Background: an optimization exercise with open tools, aiming at small area. Do not read the settings as production practice.
Only simulation tests tie the RTL to the original design; equivalence was not proved.

==> inputs of build 7 <==
Design hall_tracker, start of the top module:
module hall_tracker (
    input  wire        clk,
    input  wire        rst,
    input  wire        hdir,
    input  wire [10:0] hofs,
    input  wire [8:0]  spdto,
    input  wire [6:0]  invmax,
    input  wire [15:0] cpmm,
    input  wire        cmd_valid,
    output wire        cmd_ready,
    input  wire [1:0]  cmd_op,
    input  wire [31:0] cmd_tgate,
    input  wire [2:0]  cmd_hst,
    input  wire        cmd_ovf,
    input  wire [1:0]  cmd_ne,
    input  wire [31:0] cmd_ts0,
    input  wire [2:0]  cmd_st0,
    input  wire [31:0] cmd_ts1,
    input  wire [2:0]  cmd_st1,
    input  wire [31:0] cmd_delta,
    output reg  [2:0]  hstate,
    output reg  [2:0]  sector,
    output reg         still,
    output reg         dir,
    output reg  [1:0]  posq,
    output reg         hinv,
    output reg         hflt,
    output reg         hskip,
    output reg         spdsat,
    output reg         edgeovr,
    output reg         nots,
    output reg  [15:0] raw,
    output reg  [31:0] track,
    output reg  [31:0] pos,
    output reg  [15:0] spd,
    output reg  [15:0] v4,
    output reg  [31:0] edget,
    output wire [31:0] edgei,
    output reg  [10:0] elpos,
    output reg  [7:0]  frac,
    output reg  [7:0]  invcnt,
    output reg  [7:0]  skipcnt,
    output reg  [7:0]  ovrcnt,
    output reg  [7:0]  misscnt
);
Settings: LEC_CHECK=0, ABC_AREA=1, CAP_MARGIN=20, CORE_MARGIN=2, CORE_UTILIZATION=40, CTS_BUF_LIST=sky130_fd_sc_hd__clkbuf_8, CTS_CLUSTER_DIAMETER=50, CTS_CLUSTER_SIZE=20, SLEW_MARGIN=20; clock period 20.0 ns.
standard.sh (not shown) runs the stock make flow with config.mk's settings and CLKGATE_MAP_FILE= SYNTH_SCRIPT=/design/flow/synth_recipe.tcl, a recipe that flattens the netlist after the stock synthesis.
==> flow/flow/run.sh <==
#!/bin/bash
# Standard layout, with plain buf_1 cells as the port buffers.
set -euo pipefail
export BUFFER_PORTS_ARGS="-buffer_cell sky130_fd_sc_hd__buf_1"
bash standard.sh > standard.log 2>&1
==> trial 84: changes against build 7 <==
--- a/flow/design.v
+++ b/flow/design.v
@@ -197,27 +197,29 @@
     reg         kbit;
     integer     kk;
     always @* begin
         kbit = 1'b0;
         for (kk = 0; kk < 38; kk = kk + 1)
             if (cnt == kk) kbit = two_r ? kv[37 - kk] : kv[38 - kk];
     end
     localparam [3:0] A_ZERO = 4'd0, A_RB = 4'd1, A_RBSH = 4'd2, A_POS = 4'd3,
-                     A_Y = 4'd4, A_ACC = 4'd5, A_CPMM = 4'd6, A_HI = 4'd7,
+                     A_Y = 4'd4, A_ACC = 4'd5, A_CPMM = 4'd6, A_HI = 4'd7, A_LP = 4'd11,
                      A_RAW = 4'd8, A_TRACK = 4'd9;
     localparam [3:0] B_ZERO = 4'd0, B_EDGET = 4'd1, B_DB = 4'd2, B_ASH2 = 4'd3,
                      B_RS = 4'd4, B_G0 = 4'd5, B_SPD = 4'd6, B_RA = 4'd7,
                      B_FRAC = 4'd8, B_HOFS = 4'd9, B_1536 = 4'd10, B_RB = 4'd11;
     reg  [3:0]  asel, bsel;
     reg         ginv, gcin;
     reg  [2:0]  hi3;
     reg         dbx;
     reg  [2:0]  rsel;
     reg  [3:0]  rsx;
+    wire [2:0]  rsa = rsx[3] ? (3'd0 - rsx[2:0]) : rsx[2:0];
+    wire        rsn = rsx[3];
     reg  [31:0] ga, gb;
     wire        asc  = !seen || (lastpos != hdir);
     wire [25:0] dbv  = (dbsel | dbx) ? ival1 : ival0;
     always @* begin
         case (rsel)
             3'd0: rsx = rs1;
             3'd1: rsx = rs2;
             3'd2: rsx = rs3;
@@ -229,72 +231,73 @@
         case (asel)
             A_RB:    ga = rb;
             A_RBSH:  ga = {rb[30:0], q1b};
             A_POS:   ga = pos;
             A_Y:     ga = yr;
             A_ACC:   ga = {6'd0, acc};
             A_CPMM:  ga = {16'd0, cpmm};
             A_HI:    ga = {21'd0, hi3, 8'd0};
+            A_LP:    ga = {31'd0, !lastpos};
             A_RAW:   ga = {16'd0, raw};
             A_TRACK: ga = track;
             default: ga = 32'd0;
         endcase
         case (bsel)
             B_EDGET: gb = edget;
             B_DB:    gb = {6'd0, dbv};
             B_ASH2:  gb = {ga[29:0], 2'b00};
-            B_RS:    gb = {{28{rsx[3]}}, rsx};
+            B_RS:    gb = {29'd0, rsa};          
             B_G0:    gb = {23'd0, g0};
             B_SPD:   gb = {16'd0, spd};
             B_RA:    gb = {16'd0, ra};
             B_FRAC:  gb = {24'd0, frac};
             B_HOFS:  gb = {21'd0, hofs};
             B_1536:  gb = 32'd1536;
             B_RB:    gb = rb;
             default: gb = 32'd0;
         endcase
     end
     wire [31:0] gout;
     wire        gco;
     hall_add #(.W(32)) u_ga (.a(ga), .b(gb ^ {32{ginv}}), .ci(gcin), .s(gout), .co(gco));
-    wire        ovf_p = !ga[31] && !gb[31] &&  gout[31];
-    wire        ovf_n =  ga[31] &&  gb[31] && !gout[31];
+    wire        ovf_p = !ga[31] && !(gb[31] ^ ginv) &&  gout[31];
+    wire        ovf_n =  ga[31] &&  (gb[31] ^ ginv) && !gout[31];
     wire [1:0]  dW = dw1 + dw2 + dw3 + dw_cur;
     wire [3:0]  rs_add;
     hall_add #(.W(4)) u_rs (.a(rs_cur), .b(rec_cnt), .ci(1'b0), .s(rs_add), .co());
     always @* begin
         asel = A_ZERO; bsel = B_ZERO; ginv = 1'b0; gcin = 1'b0;
         hi3 = 3'd0; rsel = 3'd4; dbx = 1'b0; sa_bit = 1'b0;
         case (st)
             S_TO:   begin asel = A_ACC; bsel = B_ASH2; end
-            S_RAW:  begin asel = A_RAW; bsel = B_RS; end
+            S_RAW:  begin asel = A_RAW; bsel = B_RS; ginv = rsn; gcin = rsn; end
             S_E1:   begin asel = ri[0] ? A_Y : A_RB; bsel = B_EDGET; ginv = 1'b1; gcin = 1'b1; end
             S_E2:   begin asel = A_ACC; bsel = B_RB; ginv = 1'b1; gcin = 1'b1; end
             S_E3:   begin asel = A_RB; bsel = B_EDGET; end
             S_SDIV: begin
                 if (cnt != 6'd0) begin
                     asel = A_RBSH; bsel = B_DB; ginv = 1'b1; gcin = 1'b1;
                 end
                 sa_bit = kbit;
             end
             S_SFIN: begin bsel = B_SPD; ginv = neg_r; gcin = neg_r; end
             S_SY1:  begin asel = A_POS; bsel = B_EDGET; ginv = 1'b1; gcin = 1'b1; end
             S_SY2:  begin asel = A_ACC; bsel = B_RB; ginv = 1'b1; gcin = 1'b1; end
-            S_SY3:  begin asel = A_TRACK; bsel = B_RS; rsel = 3'd3; end
+            S_SY3:  begin asel = A_TRACK; bsel = B_RS; rsel = 3'd3; ginv = rsn; gcin = rsn; end
             S_FR0:  begin bsel = B_DB; end
             S_FR1:  begin asel = A_RB; bsel = B_DB; dbx = 1'b1; ginv = 1'b1; gcin = 1'b1; end
             S_FR2:  begin asel = A_POS; bsel = B_DB; ginv = 1'b1; gcin = 1'b1; end
             S_FR3:  begin asel = A_POS; end
             S_FRD:  begin asel = A_RBSH; bsel = B_DB; ginv = 1'b1; gcin = 1'b1; end
             S_D1:   begin asel = A_HI; hi3 = sector + {2'd0, !asc}; bsel = B_HOFS; end
             S_D2:   begin asel = A_RB; bsel = B_FRAC; ginv = !asc; gcin = !asc; end
             S_D3:   begin asel = A_RB; bsel = B_1536; ginv = 1'b1; gcin = 1'b1; end
-            S_V1:   begin bsel = B_RS; rsel = 3'd0; gcin = !lastpos; end
-            S_V2:   begin asel = A_RB; bsel = B_RS; rsel = {1'b0, cnt[1:0]}; end
+            S_V1:   begin asel = A_LP; bsel = B_RS; rsel = 3'd0; ginv = rsn; gcin = rsn; end
+            S_V2:   begin asel = A_RB; bsel = B_RS; rsel = {1'b0, cnt[1:0]}; ginv = rsn; gcin = rsn; end
             S_VA:   begin asel = A_RB; bsel = B_FRAC; ginv = !lastpos; gcin = !lastpos; end
             S_VB:   begin asel = A_RB; bsel = B_G0; ginv = 1'b1; gcin = 1'b1; end
             S_V4:   begin bsel = B_RB; ginv = rb[31]; gcin = rb[31]; end
             S_V5:   begin asel = A_RB; bsel = B_ASH2; end
             S_V7:   begin sa_bit = rb[31]; end
             S_V8:   begin bsel = B_RB; ginv = neg_r; gcin = neg_r; end
             S_V9:   begin asel = A_HI; hi3 = {2'd0, !lastpos}; bsel = B_FRAC; ginv = !lastpos; gcin = !lastpos; end
             S_P1:   begin asel = A_TRACK; end
Settings changed: CORE_UTILIZATION 40 to 60, CTS_CLUSTER_SIZE 20 to 18.
==> trial 77: changes against build 7 <==
--- a/flow/design.v
+++ b/flow/design.v
@@ -197,27 +197,29 @@
     reg         kbit;
     integer     kk;
     always @* begin
         kbit = 1'b0;
         for (kk = 0; kk < 38; kk = kk + 1)
             if (cnt == kk) kbit = two_r ? kv[37 - kk] : kv[38 - kk];
     end
     localparam [3:0] A_ZERO = 4'd0, A_RB = 4'd1, A_RBSH = 4'd2, A_POS = 4'd3,
-                     A_Y = 4'd4, A_ACC = 4'd5, A_CPMM = 4'd6, A_HI = 4'd7,
+                     A_Y = 4'd4, A_ACC = 4'd5, A_CPMM = 4'd6, A_HI = 4'd7, A_LP = 4'd11,
                      A_RAW = 4'd8, A_TRACK = 4'd9;
     localparam [3:0] B_ZERO = 4'd0, B_EDGET = 4'd1, B_DB = 4'd2, B_ASH2 = 4'd3,
                      B_RS = 4'd4, B_G0 = 4'd5, B_SPD = 4'd6, B_RA = 4'd7,
                      B_FRAC = 4'd8, B_HOFS = 4'd9, B_1536 = 4'd10, B_RB = 4'd11;
     reg  [3:0]  asel, bsel;
     reg         ginv, gcin;
     reg  [2:0]  hi3;
     reg         dbx;
     reg  [2:0]  rsel;
     reg  [3:0]  rsx;
+    wire [2:0]  rsa = rsx[3] ? (3'd0 - rsx[2:0]) : rsx[2:0];
+    wire        rsn = rsx[3];
     reg  [31:0] ga, gb;
     wire        asc  = !seen || (lastpos != hdir);
     wire [25:0] dbv  = (dbsel | dbx) ? ival1 : ival0;
     always @* begin
         case (rsel)
             3'd0: rsx = rs1;
             3'd1: rsx = rs2;
             3'd2: rsx = rs3;
@@ -229,72 +231,73 @@
         case (asel)
             A_RB:    ga = rb;
             A_RBSH:  ga = {rb[30:0], q1b};
             A_POS:   ga = pos;
             A_Y:     ga = yr;
             A_ACC:   ga = {6'd0, acc};
             A_CPMM:  ga = {16'd0, cpmm};
             A_HI:    ga = {21'd0, hi3, 8'd0};
+            A_LP:    ga = {31'd0, !lastpos};
             A_RAW:   ga = {16'd0, raw};
             A_TRACK: ga = track;
             default: ga = 32'd0;
         endcase
         case (bsel)
             B_EDGET: gb = edget;
             B_DB:    gb = {6'd0, dbv};
             B_ASH2:  gb = {ga[29:0], 2'b00};
-            B_RS:    gb = {{28{rsx[3]}}, rsx};
+            B_RS:    gb = {29'd0, rsa};          
             B_G0:    gb = {23'd0, g0};
             B_SPD:   gb = {16'd0, spd};
             B_RA:    gb = {16'd0, ra};
             B_FRAC:  gb = {24'd0, frac};
             B_HOFS:  gb = {21'd0, hofs};
             B_1536:  gb = 32'd1536;
             B_RB:    gb = rb;
             default: gb = 32'd0;
         endcase
     end
     wire [31:0] gout;
     wire        gco;
     hall_add #(.W(32)) u_ga (.a(ga), .b(gb ^ {32{ginv}}), .ci(gcin), .s(gout), .co(gco));
-    wire        ovf_p = !ga[31] && !gb[31] &&  gout[31];
-    wire        ovf_n =  ga[31] &&  gb[31] && !gout[31];
+    wire        ovf_p = !ga[31] && !(gb[31] ^ ginv) &&  gout[31];
+    wire        ovf_n =  ga[31] &&  (gb[31] ^ ginv) && !gout[31];
     wire [1:0]  dW = dw1 + dw2 + dw3 + dw_cur;
     wire [3:0]  rs_add;
     hall_add #(.W(4)) u_rs (.a(rs_cur), .b(rec_cnt), .ci(1'b0), .s(rs_add), .co());
     always @* begin
         asel = A_ZERO; bsel = B_ZERO; ginv = 1'b0; gcin = 1'b0;
         hi3 = 3'd0; rsel = 3'd4; dbx = 1'b0; sa_bit = 1'b0;
         case (st)
             S_TO:   begin asel = A_ACC; bsel = B_ASH2; end
-            S_RAW:  begin asel = A_RAW; bsel = B_RS; end
+            S_RAW:  begin asel = A_RAW; bsel = B_RS; ginv = rsn; gcin = rsn; end
             S_E1:   begin asel = ri[0] ? A_Y : A_RB; bsel = B_EDGET; ginv = 1'b1; gcin = 1'b1; end
             S_E2:   begin asel = A_ACC; bsel = B_RB; ginv = 1'b1; gcin = 1'b1; end
             S_E3:   begin asel = A_RB; bsel = B_EDGET; end
             S_SDIV: begin
                 if (cnt != 6'd0) begin
                     asel = A_RBSH; bsel = B_DB; ginv = 1'b1; gcin = 1'b1;
                 end
                 sa_bit = kbit;
             end
             S_SFIN: begin bsel = B_SPD; ginv = neg_r; gcin = neg_r; end
             S_SY1:  begin asel = A_POS; bsel = B_EDGET; ginv = 1'b1; gcin = 1'b1; end
             S_SY2:  begin asel = A_ACC; bsel = B_RB; ginv = 1'b1; gcin = 1'b1; end
-            S_SY3:  begin asel = A_TRACK; bsel = B_RS; rsel = 3'd3; end
+            S_SY3:  begin asel = A_TRACK; bsel = B_RS; rsel = 3'd3; ginv = rsn; gcin = rsn; end
             S_FR0:  begin bsel = B_DB; end
             S_FR1:  begin asel = A_RB; bsel = B_DB; dbx = 1'b1; ginv = 1'b1; gcin = 1'b1; end
             S_FR2:  begin asel = A_POS; bsel = B_DB; ginv = 1'b1; gcin = 1'b1; end
             S_FR3:  begin asel = A_POS; end
             S_FRD:  begin asel = A_RBSH; bsel = B_DB; ginv = 1'b1; gcin = 1'b1; end
             S_D1:   begin asel = A_HI; hi3 = sector + {2'd0, !asc}; bsel = B_HOFS; end
             S_D2:   begin asel = A_RB; bsel = B_FRAC; ginv = !asc; gcin = !asc; end
             S_D3:   begin asel = A_RB; bsel = B_1536; ginv = 1'b1; gcin = 1'b1; end
-            S_V1:   begin bsel = B_RS; rsel = 3'd0; gcin = !lastpos; end
-            S_V2:   begin asel = A_RB; bsel = B_RS; rsel = {1'b0, cnt[1:0]}; end
+            S_V1:   begin asel = A_LP; bsel = B_RS; rsel = 3'd0; ginv = rsn; gcin = rsn; end
+            S_V2:   begin asel = A_RB; bsel = B_RS; rsel = {1'b0, cnt[1:0]}; ginv = rsn; gcin = rsn; end
             S_VA:   begin asel = A_RB; bsel = B_FRAC; ginv = !lastpos; gcin = !lastpos; end
             S_VB:   begin asel = A_RB; bsel = B_G0; ginv = 1'b1; gcin = 1'b1; end
             S_V4:   begin bsel = B_RB; ginv = rb[31]; gcin = rb[31]; end
             S_V5:   begin asel = A_RB; bsel = B_ASH2; end
             S_V7:   begin sa_bit = rb[31]; end
             S_V8:   begin bsel = B_RB; ginv = neg_r; gcin = neg_r; end
             S_V9:   begin asel = A_HI; hi3 = {2'd0, !lastpos}; bsel = B_FRAC; ginv = !lastpos; gcin = !lastpos; end
             S_P1:   begin asel = A_TRACK; end
Settings changed: ABC_AREA 1 to 0.
==> run summary <==
Status: trial 77 complete, no violations; build 7 complete, no violations; trial 84 complete, no violations
Via count of the first global-routing pass: trial 77 21310; build 7 22660; trial 84 23300
Post-layout instance area: trial 77 29350 um2; build 7 29520 um2; trial 84 28510 um2
DR WL met2: trial 77 47.78 mm; build 7 49.35 mm; trial 84 45.18 mm
Detailed-route vias per instance: trial 77 6.318; build 7 5.955; trial 84 6.664
Initial Utilization: trial 77 40.45%; build 7 40.58%; trial 84 61.06%
Count of inserted antenna diode cells: trial 77 3; build 7 2; trial 84 3
Critical hold path startpoint: trial 77 g1[4]; build 7 g2[1]; trial 84 g3[2]
Xor/xnor share of the synthesized area: trial 77 2.476%; build 7 1.324%; trial 84 1.189%
Adder-Cell Fraction of Synth Area: trial 77 5.544%; build 7 5.356%; trial 84 5.525%
Core outline area: trial 77 61710 um2; build 7 61940 um2; trial 84 41020 um2
Slew of the pin with the lowest slew margin: trial 77 1.121 ns; build 7 1.185 ns; trial 84 1.165 ns
Routed wire per std cell: trial 77 30.43 um; build 7 29.27 um; trial 84 29.48 um
Post-synth top area share: trial 77 53.06%; build 7 52.68%; trial 84 52.88%
Share of the core filled with cells: trial 77 47.56%; build 7 47.66%; trial 84 69.50%
Count of routing violations after the opening detailed-route iteration: trial 77 3317; build 7 3457; trial 84 4657

## what the ideal ports hide
In the flow no input, the clock included, has a driving cell. The finished layouts below were timed again as built, in two steps.
Step 1 (the two cells are an assumption about what drives the block):
set clk [get_ports {clk}]
set_driving_cell -lib_cell sky130_fd_sc_hd__clkbuf_16 $clk
set_driving_cell -lib_cell sky130_fd_sc_hd__buf_2 [delete_from_list [all_inputs] $clk]
Step 2 times the ports against the registers' clock, not the clock port: input delays grow and output delays shrink by t, the midpoint of the rising clock arrivals with the driver on.
Three values: ideal ports, drivers, drivers and shift; two values: the first two.
run	t, ns	setup slack, ns	hold slack, ns	latest minus earliest clock arrival (ns)
build 7	0.762	0.672 / 0.701 / -0.062	0.410 / 0.410 / 0.410	0.043 / 0.043
trial 84	0.718	0.521 / 0.516 / -0.202	0.427 / 0.427 / 0.427	0.039 / 0.039
trial 77	0.756	0.472 / 0.505 / -0.251	0.414 / 0.414 / 0.414	0.087 / 0.088
With both steps, setup timing fails in every run listed, where it was met with ideal ports. The setup slack of build 7, which loses most, moves by +0.029 ns with the drivers and by -0.734 ns with both steps.
